From an optimization exercise on the open Yosys and OpenROAD flow, aimed at small area; shortcuts taken in it are not production practice.
In this exercise RTL edits were held to simulation tests only and were not proved equivalent to the original.
No driver is modelled on the clock port, so clocking that relies on it looks cheaper here than on a real chip.
No activity file was given, so power comes from the tool's default toggle rates.

File: flow/run.sh
#!/bin/bash
# Own layout flow: the standard synthesis, then its combinational logic
# re-mapped for area by ABC (flip-flops, their instance names and cell types
# kept; the smallest of a few ABC scripts is taken), then the standard ORFS
# steps with buf_1 port buffers, small clock buffers (the ones whose flip-flops see a slow clock edge
# upsized after CTS) and no CTS dummy loads.
# Each tool's output goes to a log file of its own in this folder.
set -euo pipefail
HERE=$(pwd)
R=$HERE/orfs/results/$FLOW_PLATFORM/noryr_rx/base
LIB=$FLOW_HOME/platforms/$FLOW_PLATFORM/lib/sky130_fd_sc_hd__tt_025C_1v80.lib

# 1. standard synthesis (unchanged)
bash standard.sh synth > log_1_standard_synth.txt 2>&1
cp $R/1_2_yosys.v $HERE/synth_standard.v

# 2. re-map the combinational logic for area: several ABC scripts and
#    seeds, four at a time
i=0
for s in flow/abc_*.abc; do
  n=$(basename $s .abc)
  sed -e "s|@LIB@|$LIB|g" -e "s|@IN@|$HERE/synth_standard.v|g" \
      -e "s|@OUT@|$HERE/synth_$n.v|g" -e "s|@ABC@|$HERE/$s|g" \
      flow/reopt.ys > reopt_$n.ys
  (yosys -l log_2_reopt_$n.txt -q reopt_$n.ys > /dev/null 2>&1 || true) &
  i=$((i + 1))
  if (( i % 4 == 0 )); then wait; fi
done
wait
best=""; bestA=""
for s in flow/abc_*.abc; do
  n=$(basename $s .abc)
  if [[ -s synth_$n.v ]] && grep -q "Found and reported 0 problems" log_2_reopt_$n.txt; then
    A=$(grep "Chip area" log_2_reopt_$n.txt | tail -1 | awk '{print $NF}')
    echo "$n $A" >> reopt_areas.txt
    if [[ -z "$best" ]] || awk "BEGIN{exit !($A < $bestA)}"; then best=$n; bestA=$A; fi
  fi
done
echo "best $best $bestA" >> reopt_areas.txt
if [[ -n "$best" ]]; then
  sleep 1
  cp synth_$best.v $R/1_2_yosys.v
  touch $R/1_2_yosys.v
fi

# 3. the rest of the standard flow
bash standard.sh \
    "BUFFER_PORTS_ARGS=-buffer_cell sky130_fd_sc_hd__buf_1" \
    "POST_CTS_TCL=$HERE/flow/post_cts.tcl" \
    "CTS_ARGS=-sink_clustering_enable -repair_clock_nets -dont_use_dummy_load -buf_list sky130_fd_sc_hd__clkbuf_4" \
    finish > log_3_standard_finish.txt 2>&1
File: flow/abc_p1.abc
&get -n
&st
&syn2
&dch
&nf -a -R 1000
&st
&deepsyn -T 120 -S 1
&dch -f
&nf -a -R 1000
&put
File: flow/abc_p4.abc
&get -n
&st
&syn2
&dch
&nf -a -R 1000
&st
&deepsyn -T 120 -S 4
&dch -f
&nf -a -R 1000
&put
File: flow/abc_p5.abc
&get -n
&st
&syn2
&dch
&nf -a -R 1000
&st
&deepsyn -T 120 -S 5
&dch -f
&nf -a -R 1000
&put
File: flow/abc_p6.abc
&get -n
&st
&syn2
&dch
&nf -a -R 1000
&st
&deepsyn -T 120 -S 6
&dch -f
&nf -a -R 1000
&put
File: flow/abc_q2.abc
&get -n
&st
&deepsyn -T 120 -S 2
&dch -f
&nf -a -R 1000
&st
&dch -f
&nf -a -R 1000
&st
&dch -f
&nf -a -R 1000
&put
File: flow/abc_q3.abc
&get -n
&st
&deepsyn -T 120 -S 3
&dch -f
&nf -a -R 1000
&st
&dch -f
&nf -a -R 1000
&st
&dch -f
&nf -a -R 1000
&put
File: flow/abc_q7.abc
&get -n
&st
&deepsyn -T 120 -S 7
&dch -f
&nf -a -R 1000
&st
&dch -f
&nf -a -R 1000
&st
&dch -f
&nf -a -R 1000
&put
File: flow/abc_q8.abc
&get -n
&st
&deepsyn -T 120 -S 8
&dch -f
&nf -a -R 1000
&st
&dch -f
&nf -a -R 1000
&st
&dch -f
&nf -a -R 1000
&put
File: flow/post_cts.tcl
# Upsize clock buffers whose flip-flop clock pins see a slow slew.
estimate_parasitics -placement
set big [[ord::get_db] findMaster sky130_fd_sc_hd__clkbuf_8]
set n 0
foreach inst [[ord::get_db_block] getInsts] {
  if {[[$inst getMaster] getName] ne "sky130_fd_sc_hd__clkbuf_4"} { continue }
  set worst 0
  set onet [[$inst findITerm X] getNet]
  if {$onet eq "NULL"} { continue }
  foreach it [$onet getITerms] {
    if {[$it isInputSignal] || [[$it getMTerm] getName] eq "CLK"} {
      set p [get_pins [$it getName]]
      set s [get_property $p slew_max]
      if {$s > $worst} { set worst $s }
    }
  }
  if {$worst > 0.100} { $inst swapMaster $big; incr n }
}
puts "post_cts: upsized $n clock buffers"
detailed_placement
estimate_parasitics -placement
File: flow/reopt.ys
read_liberty -ignore_miss_func -ignore_miss_dir @LIB@
blackbox sky130_fd_sc_hd__*df* sky130_fd_sc_hd__*dl* sky130_fd_sc_hd__conb_1
read_verilog @IN@
hierarchy -top noryr_rx
flatten
opt_clean
stat
abc -liberty @LIB@ -dont_use *probe* -dont_use *lpflow* -script @ABC@
opt_clean -purge
rename -hide w:*.*
opt_clean -purge
setundef -zero
splitnets
opt_clean -purge
hilomap -singleton -hicell sky130_fd_sc_hd__conb_1 HI -locell sky130_fd_sc_hd__conb_1 LO
stat -liberty @LIB@
read_liberty -lib -ignore_redef @LIB@
check -assert
select -clear
select noryr_rx
write_verilog -noattr -nohex -nodec -selected @OUT@
File: standard.sh
#!/bin/bash
# synth_recipe.tcl (not shown) runs the flow's synth.tcl, then flattens the netlist and writes it again
# the make line also repeats each setting of config.mk as NAME=value (left out here)
make -C /OpenROAD-flow-scripts/flow DESIGN_CONFIG=/design/flow/config.mk WORK_HOME=/design/flow/orfs CLKGATE_MAP_FILE= SYNTH_SCRIPT=/design/flow/synth_recipe.tcl "${@:-finish}"
File: config.mk
export PLATFORM = sky130hd
export DESIGN_NAME = noryr_rx
export DESIGN_NICKNAME = noryr_rx
export VERILOG_FILES = /design/flow/design.v
export SDC_FILE = /design/flow/constraint.sdc
export NUM_CORES = 4
export LEC_CHECK = 0
export CAP_MARGIN = 20
export CORE_MARGIN = 2
export CORE_UTILIZATION = 70
export SLEW_MARGIN = 20
export SYNTH_MEMORY_MAX_BITS = 32768
File: constraint.sdc
create_clock -name core_clock -period 10.0 [get_ports {clk}]
set_input_delay 2.0000 -clock core_clock [delete_from_list [all_inputs] [get_ports {clk}]]
set_output_delay 2.0000 -clock core_clock [all_outputs]
set_load 0.01 [all_outputs]
File: design.v
module noryr_rx (
    input  wire        clk,
    input  wire        rst,             
    input  wire        in_valid,
    input  wire [9:0]  in_cg,           
    output reg         os_valid,
    output wire [7:0]  os_type,
    output wire [7:0]  os_arg0,
    output wire [7:0]  os_arg1,
    output reg         fr_word_valid,
    output wire [31:0] fr_word,
    output wire [6:0]  fr_word_num,
    output reg         fr_done,
    output wire [1:0]  fr_status,       
    output reg  [15:0] cnt_code,
    output reg  [15:0] cnt_ok,
    output reg  [15:0] cnt_bad,
    output reg  [15:0] cnt_drop
);
    localparam [31:0] CRC_RESIDUE = 32'hDEBB20E3;
    function [31:0] crc_byte;
        input [31:0] c;
        input [7:0]  b;
        integer k;
        reg [31:0] r;
        begin
            r = c;
            for (k = 0; k < 8; k = k + 1)
                r = (r[0] ^ b[k]) ? ((r >> 1) ^ 32'hEDB88320) : (r >> 1);
            crc_byte = r;
        end
    endfunction
    function is_os_type;
        input [7:0] t;
        begin
            case (t)
                8'h10, 8'h20, 8'h21, 8'h28, 8'h30, 8'h31, 8'h38,
                8'h40, 8'h41, 8'h50, 8'h51, 8'h52, 8'h53, 8'h60: is_os_type = 1'b1;
                default: is_os_type = 1'b0;
            endcase
        end
    endfunction
    reg        rd;           
    reg        st_fr;        
    reg  [1:0] os_ph;        
    reg [63:0] sr;           
    reg [31:0] crc;
    reg  [6:0] wc;           
    reg  [1:0] lane;         
    reg  [6:0] flen;         
    reg        fdrop;        
    reg        ferr;
    reg        fab;          
    wire a = in_cg[0], b = in_cg[1], c = in_cg[2], d = in_cg[3], e = in_cg[4];
    wire i = in_cg[5], f = in_cg[6], g = in_cg[7], h = in_cg[8], j = in_cg[9];
    wire [2:0] n6 = in_cg[0] + in_cg[1] + in_cg[2] + in_cg[3] + in_cg[4] + in_cg[5];
    wire [2:0] n4 = in_cg[6] + in_cg[7] + in_cg[8] + in_cg[9];
    wire [3:0] ones = n6 + n4;
    wire       rd_next = (ones > 4'd5) ? 1'b1 : (ones < 4'd5) ? 1'b0 : rd;
    wire [5:0] y  = in_cg[5:0] ^ {6{rd}};
    wire b6 = (n6 == 3'd3);
    wire u6 = rd ? (n6 == 3'd2) : (n6 == 3'd4);
    wire v6 = (b6 && y != 6'b111000) || (u6 && y != 6'b111100 && y != 6'b001111);
    wire rd1 = b6 ? rd : n6[2];
    wire [3:0] z  = in_cg[9:6] ^ {4{rd1}};
    wire ei = (e ^ rd1) & (i ^ rd1);
    wire b4 = (n4 == 3'd2);
    wire u4 = rd1 ? (n4 == 3'd1) : (n4 == 3'd3);
    wire a7 = (z == 4'b1110);
    wire v4 = a7 ? ei : (z == 4'b0111) ? !ei : (u4 || (b4 && z != 4'b1100));
    wire dd = v6 && v4;
    wire kx7 = v6 && a7 && !ei;
    reg [4:0] x5;
    reg [2:0] x3;
    always @* begin
        x5[0] = (a&e&~i)|(a&c&~i)|(b&~c&~e&~i)|(a&~b&c&~d)|(~a&d&e&i)|(b&~c&~d&~e)|(~b&~c&d&~e&i)|(~b&c&~d&~e)|(b&c&d&i)|(~b&~c&~d&e);
        x5[1] = (b&e&~i)|(~a&~c&d&i)|(b&d&~i)|(a&~d&~e&~i)|(a&~c&~d&~e)|(~a&c&~d&~e&i)|(a&c&d&i)|(a&c&e&i)|(~a&~c&~d&e);
        x5[2] = (c&e&~i)|(a&c&~i)|(~a&~b&d&i)|(~b&c&e)|(a&~b&~d&~e)|(~a&b&d&~e&~i)|(~a&b&~d&~e&i)|(a&b&d&i)|(b&d&e&i);
        x5[3] = (~a&d&~i)|(d&e&~i)|(~a&~b&c&~e)|(~a&b&~c&d)|(~b&c&~e&~i)|(a&~b&~c&~e&i)|(b&d&~i)|(~a&~c&~d&~e)|(a&b&c&i)|(a&b&e&i)|(a&c&e&i);
        x5[4] = (~d&e&i)|(a&b&e)|(c&d&e)|(~a&b&~c&d&~i)|(a&~b&~c&d&~i)|(a&c&e)|(b&c&e)|(~a&~c&~d&~e)|(~b&~c&~d&~e)|(~a&~b&~d&i)|(~a&~b&~c&~e)|(~a&~b&~e&~i);
        x3[0] = (f&~j)|(~g&~h)|(~f&h&j);
        x3[1] = (~f&j)|(g&h)|(f&~h&~j);
        x3[2] = (h&~j)|(~g&~j)|(g&h)|(~f&~g&~h)|(f&g&j);
    end
    wire k277 = kx7 && x5 == 5'd27;
    wire k297 = kx7 && x5 == 5'd29;
    wire k307 = kx7 && x5 == 5'd30;
    wire k285 = (y == 6'b111100) && (z == 4'b1010);
    wire [7:0] byte_d = {x3, x5};              
    wire lim    = (wc == 7'd66) && (lane == 2'd0);    
    wire len_ok = (lane == 2'd0) && ({1'b0, wc} == {1'b0, flen} + 8'd1);
    wire good   = !ferr && len_ok && (crc == CRC_RESIDUE);
    assign os_type     = sr[47:40];
    assign os_arg0     = sr[55:48];
    assign os_arg1     = sr[63:56];
    assign fr_word     = sr[31:0];
    assign fr_word_num = wc;
    assign fr_status   = {fab | (good & fdrop), fab | !good};
    wire idle   = !st_fr && (os_ph == 2'd0);
    wire in_os  = (os_ph != 2'd0);
    wire accept = st_fr && dd && !lim;
    wire os_start = in_valid && idle && k285;
    wire fr_start = in_valid && idle && k277;
    wire stray    = in_valid && idle && !k285 && !k277;
    wire os_end   = in_valid && (os_ph == 2'd3);
    wire os_good  = !os_bad && dd && is_os_type(sr[55:48]);
    wire acc      = in_valid && accept;
    wire wdone    = acc && (lane == 2'd3);
    wire hdr      = (wc == 7'd126);                
    wire end29    = in_valid && st_fr && k297;
    wire end30    = in_valid && st_fr && k307;
    wire f_bad    = in_valid && (dd ? lim : !(k297 || k307));
    reg os_bad;
    always @(posedge clk) begin
        crc    <= (crc ^ ({32{acc}} & (crc_byte(crc, byte_d) ^ crc))) | {32{fr_start}};
        fab    <= k307;
        os_bad <= !os_start && (os_bad || (in_valid && !dd));
        ferr   <= !fr_start && (ferr || f_bad);
        lane   <= (lane + {1'b0, acc}) & {2{!fr_start}};
        wc     <= fr_start ? 7'd126 : wc + {6'd0, wdone};
        if (in_valid && (in_os || accept)) sr <= {byte_d, sr[63:8]};
        if (acc && lane == 2'd0 && hdr) flen <= byte_d[6:0];
        if (wdone && hdr) fdrop <= byte_d[7] & (byte_d[6:4] != 3'd0);
        if (rst) begin
            rd            <= 1'b0;
            st_fr         <= 1'b0;
            os_ph         <= 2'd0;
            os_valid      <= 1'b0;
            fr_word_valid <= 1'b0;
            fr_done       <= 1'b0;
            cnt_code      <= 16'd0;
            cnt_ok        <= 16'd0;
            cnt_bad       <= 16'd0;
            cnt_drop      <= 16'd0;
        end else begin
            if (in_valid) rd <= rd_next;
            st_fr         <= (st_fr && !end29 && !end30) || fr_start;
            os_ph         <= os_start ? 2'd1 : os_ph + {1'b0, in_valid && in_os};
            os_valid      <= os_end && os_good;
            fr_word_valid <= wdone && !hdr;
            fr_done       <= end29 || end30;
            cnt_code      <= cnt_code + {15'd0, stray || (os_end && !os_good)};
            cnt_bad       <= cnt_bad  + {15'd0, end29 && !good};
            cnt_drop      <= cnt_drop + {15'd0, end29 && good && fdrop};
            cnt_ok        <= cnt_ok   + {15'd0, end29 && good && !fdrop};
        end
    end
endmodule
==> run notes, run 1 <==
- Max-slew violations: 0
- Kind of critical path: in2reg
- Clock-pin slew on the worst setup and hold paths: ~80 ps
- Final min period: approximately 7800 ps
- Fmax: ~130 MHz
- Cells after Synth: 735
- Number of routed nets with antenna violations: 0
- Initial antenna violation count: 0
- Slew @ Worst Pin: 938 ps
- Rows: 38
- Pre-CTS setup slack: 1850 ps
- RSZ-0062 raised after global routing: no
- Post-route DRC violation count: 0
- Cell Pwr Density: 199 nW/um^2
- Final setup viols: 0
- Total vias in the final route: roughly 6300
- Die extent in x: 108 um
- Die Span Y: 108 um
- Clock share of power: 0.208
- Setup WS post-layout: 2180 ps
- Syn-to-layout area delta: 12.9%
- Routability cong.: 0.882
- Seq pwr share: 0.515
- Vias/cell: 6.05
- CTS sink cnt: 187
- Ports: about 150
- GRT Util Overall: 0.311
- Pleak: ~3.1 nW
- CTS tree: yes
- Worst path arrival time: 8120 ps
- Switching share of power: 0.319
- Core Footprint: 10700 um^2
- Total wire length: around 18 mm
- Average cell area after synthesis: 10.4 um^2
- Final Skew: approximately 37 ps
- NetSw: 0.000547 W
- Layout cell share with drive strength beyond 1: 0.0277
- Max_slew headroom: 0.358
- CP required: just over 10000 ps
- Internal power: 0.00117 W
- Combinational share of power: 0.278
- Largest net degree at the start of global routing: 72
- Final HPWL DP: approximately 13 mm
- 1st-iter DRT viols: about 580
- Pre-antenna DRT Iters: 6
- Worst min path class: reg2reg
- Max-cap viol count: 0
- Syn Nets: 748
- Worst skew pair latency: around 470 ps
- Net count, final: 916
- Die area: roughly 12000 um^2
- First-pass GRT wire length: roughly 28 mm
- Syn. warnings: 1
- Crit end category: register
- Avg WL per Cell: 17.5 um
- Startpoint Class: input pin
- Final Cycle Share: 0.782
- Setup TNS: 0 ps
- Number of global-route vias before repair: a little under 6000
- Final hold vios: 0
- Crit path max fanout: 17
- Final global-route overflow total: 0
- Status: finished clean
- Antenna Cells: 0
- Mapped Area: 7620 um^2
- Peak supply drop: 208 uV
- Hold slack: 419 ps
- FF-to-FF setup slack: ~4500 ps
- Initial Utilization: 0.709
- Port Buf Inserts: 144
- Fillers: 637
layout make-up:
type / count / area [um^2] / share of cell area
Sequential cell: 187 / 4460 / 0.519
Clock buffer: 17 / 215 / 0.0250
Multi-Input combinational cell: 534 / 3120 / 0.362
Tap cell: 140 / 175 / 0.0204
Inverter: 14 / 52.6 / 0.00611
Timing Repair Buffer: 149 / 579 / 0.0673
cell usage in the layout (no fill, tap or decap), types with 4 or more instances in the layout:
master / n
dfxtp_1: 115
o21ai_0: 16
edfxtp_1: 72
nor3b_1: 4
and2_0: 17
a21oi_1: 84
mux2i_1: 4
nor2_1: 98
buf_4: 5
nor4_1: 5
nand4_1: 6
clkinv_1: 14
o21a_1: 8
xor2_1: 39
clkbuf_8: 14
nand2_1: 39
nand3_1: 12
a31oi_1: 9
and3_1: 29
xnor2_1: 38
a21o_1: 6
nor3_1: 53
or3_1: 6
nand2b_1: 5
o21bai_1: 11
o22ai_1: 9
buf_1: 143
state kept, by name, summed over array words and instances, names as in the netlist, 2 cells and up:
| register | flops |
|---|---|
| sr | 64 |
| crc | 32 |
| cnt_bad | 16 |
| cnt_code | 16 |
| cnt_drop | 16 |
| cnt_ok | 16 |
| flen | 7 |
| wc | 7 |
| lane | 2 |
| os_ph | 2 |
critical path, cell delays in order:
cell and delay, ps:
buf_1 550, xor2_1 370, xnor2_1 200, xor2_1 260, nor2_1 100, nand2b_1 200
o31ai_1 90, o21ai_0 180, clkinv_1 70, nand4_1 100, or3_1 450, or3_1 390
nor3b_1 370, nand2_1 160, nor2_1 240, and2_0 290, and3_1 290, and3_1 230
and2_0 280, and3_1 250, and2_0 280, and3_1 250, and2_0 280, and3_1 190
nor3_1 50
through the flow:
stage	util	cell area, um^2	total power, W	instances
finish	0.801	8600	0.00172	1041
global placement	0.780	8380	0.00135	1024
floorplan	-	7620	0.00126	735
detailed placement	0.781	8390	0.00137	1024
global route	0.801	8600	0.00179	1041
final timing paths:
| check | from | end | depth (start not counted) |
|---|---|---|---|
| worst max-delay path | in_cg[5] | cnt_ok[15] | 25 |
| worst min-delay path | sr[34] | sr[26] | 0 |
| worst min register to register | sr[34] | sr[26] | 0 |
| worst max register to register | crc[18] | cnt_ok[15] | 19 |
routing by layer:
layer / up-vias / global-route usage / part of all wire
li1: 3010 / - / -
met4: 0 / 0.152 / 0.031
met3: 52 / 0.0784 / 0.077
met5: - / 0 / 0
met1: 2956 / 0.360 / 0.38
met2: 277 / 0.539 / 0.51
power groups by stage:
stage          logic [W]  registers (W)  clock network, W
6_report        0.000476       0.000883          0.000356
5_1_grt         0.000523       0.000887          0.000381
3_5_place_dp    0.000468       0.000898                 0
3_3_place_gp    0.000452       0.000895                 0
2_1_floorplan   0.000367       0.000890                 0
==> run 2, diff against run 1 <==
--- a/design.v
+++ b/design.v
@@ -50,7 +50,6 @@
     reg  [6:0] flen;         
     reg        fdrop;        
     reg        ferr;
-    reg        fab;          
     wire a = in_cg[0], b = in_cg[1], c = in_cg[2], d = in_cg[3], e = in_cg[4];
     wire i = in_cg[5], f = in_cg[6], g = in_cg[7], h = in_cg[8], j = in_cg[9];
     wire [2:0] n6 = in_cg[0] + in_cg[1] + in_cg[2] + in_cg[3] + in_cg[4] + in_cg[5];
@@ -95,6 +94,7 @@
     assign os_arg1     = sr[63:56];
     assign fr_word     = sr[31:0];
     assign fr_word_num = wc;
+    wire fab = wc[6] & !wc[5] & wc[4];
     assign fr_status   = {fab | (good & fdrop), fab | !good};
     wire idle   = !st_fr && (os_ph == 2'd0);
     wire in_os  = (os_ph != 2'd0);
@@ -113,11 +113,10 @@
     reg os_bad;
     always @(posedge clk) begin
         crc    <= (crc ^ ({32{acc}} & (crc_byte(crc, byte_d) ^ crc))) | {32{fr_start}};
-        fab    <= k307;
         os_bad <= !os_start && (os_bad || (in_valid && !dd));
         ferr   <= !fr_start && (ferr || f_bad);
         lane   <= (lane + {1'b0, acc}) & {2{!fr_start}};
-        wc     <= fr_start ? 7'd126 : wc + {6'd0, wdone};
+        wc     <= fr_start ? 7'd126 : end30 ? 7'd80 : wc + {6'd0, wdone};
         if (in_valid && (in_os || accept)) sr <= {byte_d, sr[63:8]};
         if (acc && lane == 2'd0 && hdr) flen <= byte_d[6:0];
         if (wdone && hdr) fdrop <= byte_d[7] & (byte_d[6:4] != 3'd0);
==> run notes, run 2 <==
- Status: finished clean
- Initial antenna violation count: 0 (unchanged)
- Clock-pin slew on the worst setup and hold paths: 100 ps (+20 ps)
- Most frequent cells in the layout: buf_1, dfxtp_1, nor2_1
- Worst min path class: reg2reg
- RSZ-0062 raised after global routing: no
- Final Cycle Share: 0.745 (-0.0367)
- WHS Endpoint: sr[31]
- CTS sink cnt: 186 (-0.53%)
- Number of routed nets with antenna violations: 0 (unchanged)
- Post-route DRC violation count: 0 (unchanged)
- Crit end category: register
- Die Span Y: 108 um (about the same)
- Die extent in x: 108 um (about the same)
- Kind of critical path: in2reg
- Reg-to-Reg End: cnt_ok[15]
- Pwr Total: 0.00155 W (-9.9%)
- FF-to-FF setup slack: 4800 ps (+330 ps)
- Vias/cell: 6.16 (+1.9%)
- Total wire length: 18.5 mm (+1.7%)
- Max_slew headroom: 0.385 (+0.0269)
- First-pass GRT wire length: 29.0 mm (+2.5%)
- Port Buf Inserts: 144 (unchanged)
- Hold Startpoint: sr[39]
- Reg with most FFs: sr
- Fmax: 134 MHz (+4.9%)
- Final global-route overflow total: 0 (unchanged)
- Mapped Area: 7630 um^2 (+0.16%)
- CP required: 10310 ps (about the same)
- Final min period: 7450 ps (-367 ps)
- Syn-to-layout area delta: 12.9% (about the same)
- Worst path arrival time: 7760 ps (-360 ps)
- Worst skew pair latency: 470 ps (about the same)
- Pleak: 3.06 nW (-1.7%)
- Net count, final: 922 (+0.66%)
- Final setup viols: 0 (unchanged)
- CTS tree: yes
- Max-slew violations: 0 (unchanged)
- Total vias in the final route: 6449 (+2.4%)
- Number of global-route vias before repair: 5959 (+1.7%)
- Final HPWL DP: 13.2 mm (-0.56%)
- Max-cap viol count: 0 (unchanged)
- Ports: 145 (unchanged)
- Rows: 38 (unchanged)
- Avg WL per Cell: 17.6 um (+1.1%)
- Hold slack: 397 ps (-21.5 ps)
- Layout cell share with drive strength beyond 1: 0.0287 (+0.000919)
- Initial Utilization: 0.710 (+0.00116)
- Hold Path Cell Cnt: 0 (unchanged)
- Syn. warnings: 1 (unchanged)
- Die area: 11800 um^2 (+0.16%)
- Cells after Synth: 740 (+0.68%)
- Final hold vios: 0 (unchanged)
- Antenna Cells: 0 (unchanged)
- Startpoint Class: input pin
- Max reg flops: 64 (unchanged)
- Largest net degree at the start of global routing: 72 (unchanged)
- Peak supply drop: 144 uV (-31%)
- Routability cong.: 0.893 (+1.3%)
- Top flop regs: sr (64), crc (32)
- Worst Reg-to-Reg Cells: 18 (-1)
- Average cell area after synthesis: 10.3 um^2 (-0.51%)
- Syn Nets: 753 (+0.67%)
- Final Skew: 31.5 ps (-5.18 ps)
- Cell Pwr Density: 179 nW/um^2 (-10%)
- Most common cell after layout, fill and taps aside: buf_1
- Pre-antenna DRT Iters: 5 (-1)
- 1st-iter DRT viols: 622 (+8.2%)
- Core Footprint: 10700 um^2 (unchanged)
- Crit path max fanout: 11 (-6)
- Slew @ Worst Pin: 919 ps (-19.2 ps)
- Finished Core Util: 0.802 (+0.00116)
- GRT Util Overall: 0.319 (+0.00763)
- Setup TNS: 0 ps (unchanged)
- Reg2reg start: crc[2]
run 2: cell types whose count changed in the layout (fill, tap and decap cells not counted), moves of 4 or more:
cell,previous run,this run
xnor2_1,38,33
nor3_1,53,46
or3_1,6,2
xor2_1,39,32
a21o_1,6,1
and2_0,17,23
a21oi_1,84,89
run 2: power breakdown:
part	total (W)	internal, W	switching, W	leakage [nW]
Combinational	0.000339	0.000134	0.000205	1.38
Sequential	0.000856	0.000817	0.0000390	1.57
Clock	0.000351	0.000138	0.000213	0.114
run 2: how the worst max path moves through the flow:
stage	slack [ps]	start	cells past startpoint	end
finish	2550	in_cg[3]	23	cnt_ok[15]
global route	1890	in_cg[0]	23	cnt_ok[15]
global placement	2660	in_cg[0]	23	cnt_ok[15]
floorplan	3310	in_cg[2]	13	sr[0]
detailed placement	2270	in_cg[0]	23	cnt_ok[15]
run 2: final cells by class:
type	count	area, um^2
Sequential cell	186	4440
Timing Repair Buffer	150	587
Tap cell	140	175
Multi-Input combinational cell	540	3140
Fill cell	658	2130
Clock buffer	17	215
Inverter	14	52.6
run 2: routing by layer:
layer / track usage / wire length [um] / vias to the layer above
li1: - / - / 3048
met1: 0.387 / 7060 / 2987
met2: 0.544 / 9390 / 344
met3: 0.0729 / 1440 / 70
met4: 0.139 / 584 / 0
met5: 0 / 0 / -
run 2: stage by stage:
step	std cells	cell area [um^2]	setup WS (ps)
2_1_floorplan	740	7630	3310
3_3_place_gp	1030	8400	2660
3_5_place_dp	1030	8400	2270
5_1_grt	1047	8620	1890
6_report	1047	8620	2550
run 2: critical path: stages:
cell     delay (ps)
buf_1           400
nor2_1          180
nor2_1          290
xnor2_1         170
or2_0           240
a21oi_1         360
nor2_1           90
o21ai_0         150
nand3_1         140
a21oi_1         310
nand4_1         300
nor4_1          570
and3_1          280
and2_0          280
and3_1          280
and3_1          230
and2_0          260
and3_1          230
and2_0          280
and3_1          240
and2_0          250
and3_1          190
nor3_1           50

-- separate check: timing with driven ports --
The flow's constraints put no driver on any port. The routed layouts listed below were extracted and timed again, unchanged, in two steps. Step 1 (the two cells are an assumption about what drives the block):
set clk [get_ports {clk}]
set_driving_cell -lib_cell sky130_fd_sc_hd__clkbuf_16 $clk
set_driving_cell -lib_cell sky130_fd_sc_hd__buf_2 [delete_from_list [all_inputs] $clk]
Step 2 times the ports against the registers' clock, not the clock port: input delays grow and output delays shrink by t, the midpoint of the rising clock arrivals with the driver on. Slacks: ideal ports / drivers / drivers and shift; pairs: ideal ports / drivers.
run	t, ns	setup slack, ns	cell pins on the clock port's net
run 1	0.482	2.185 / 2.194 / 1.712	1
run 2	0.486	2.551 / 2.564 / 2.078	1
After both steps setup and hold are still met in every run listed.
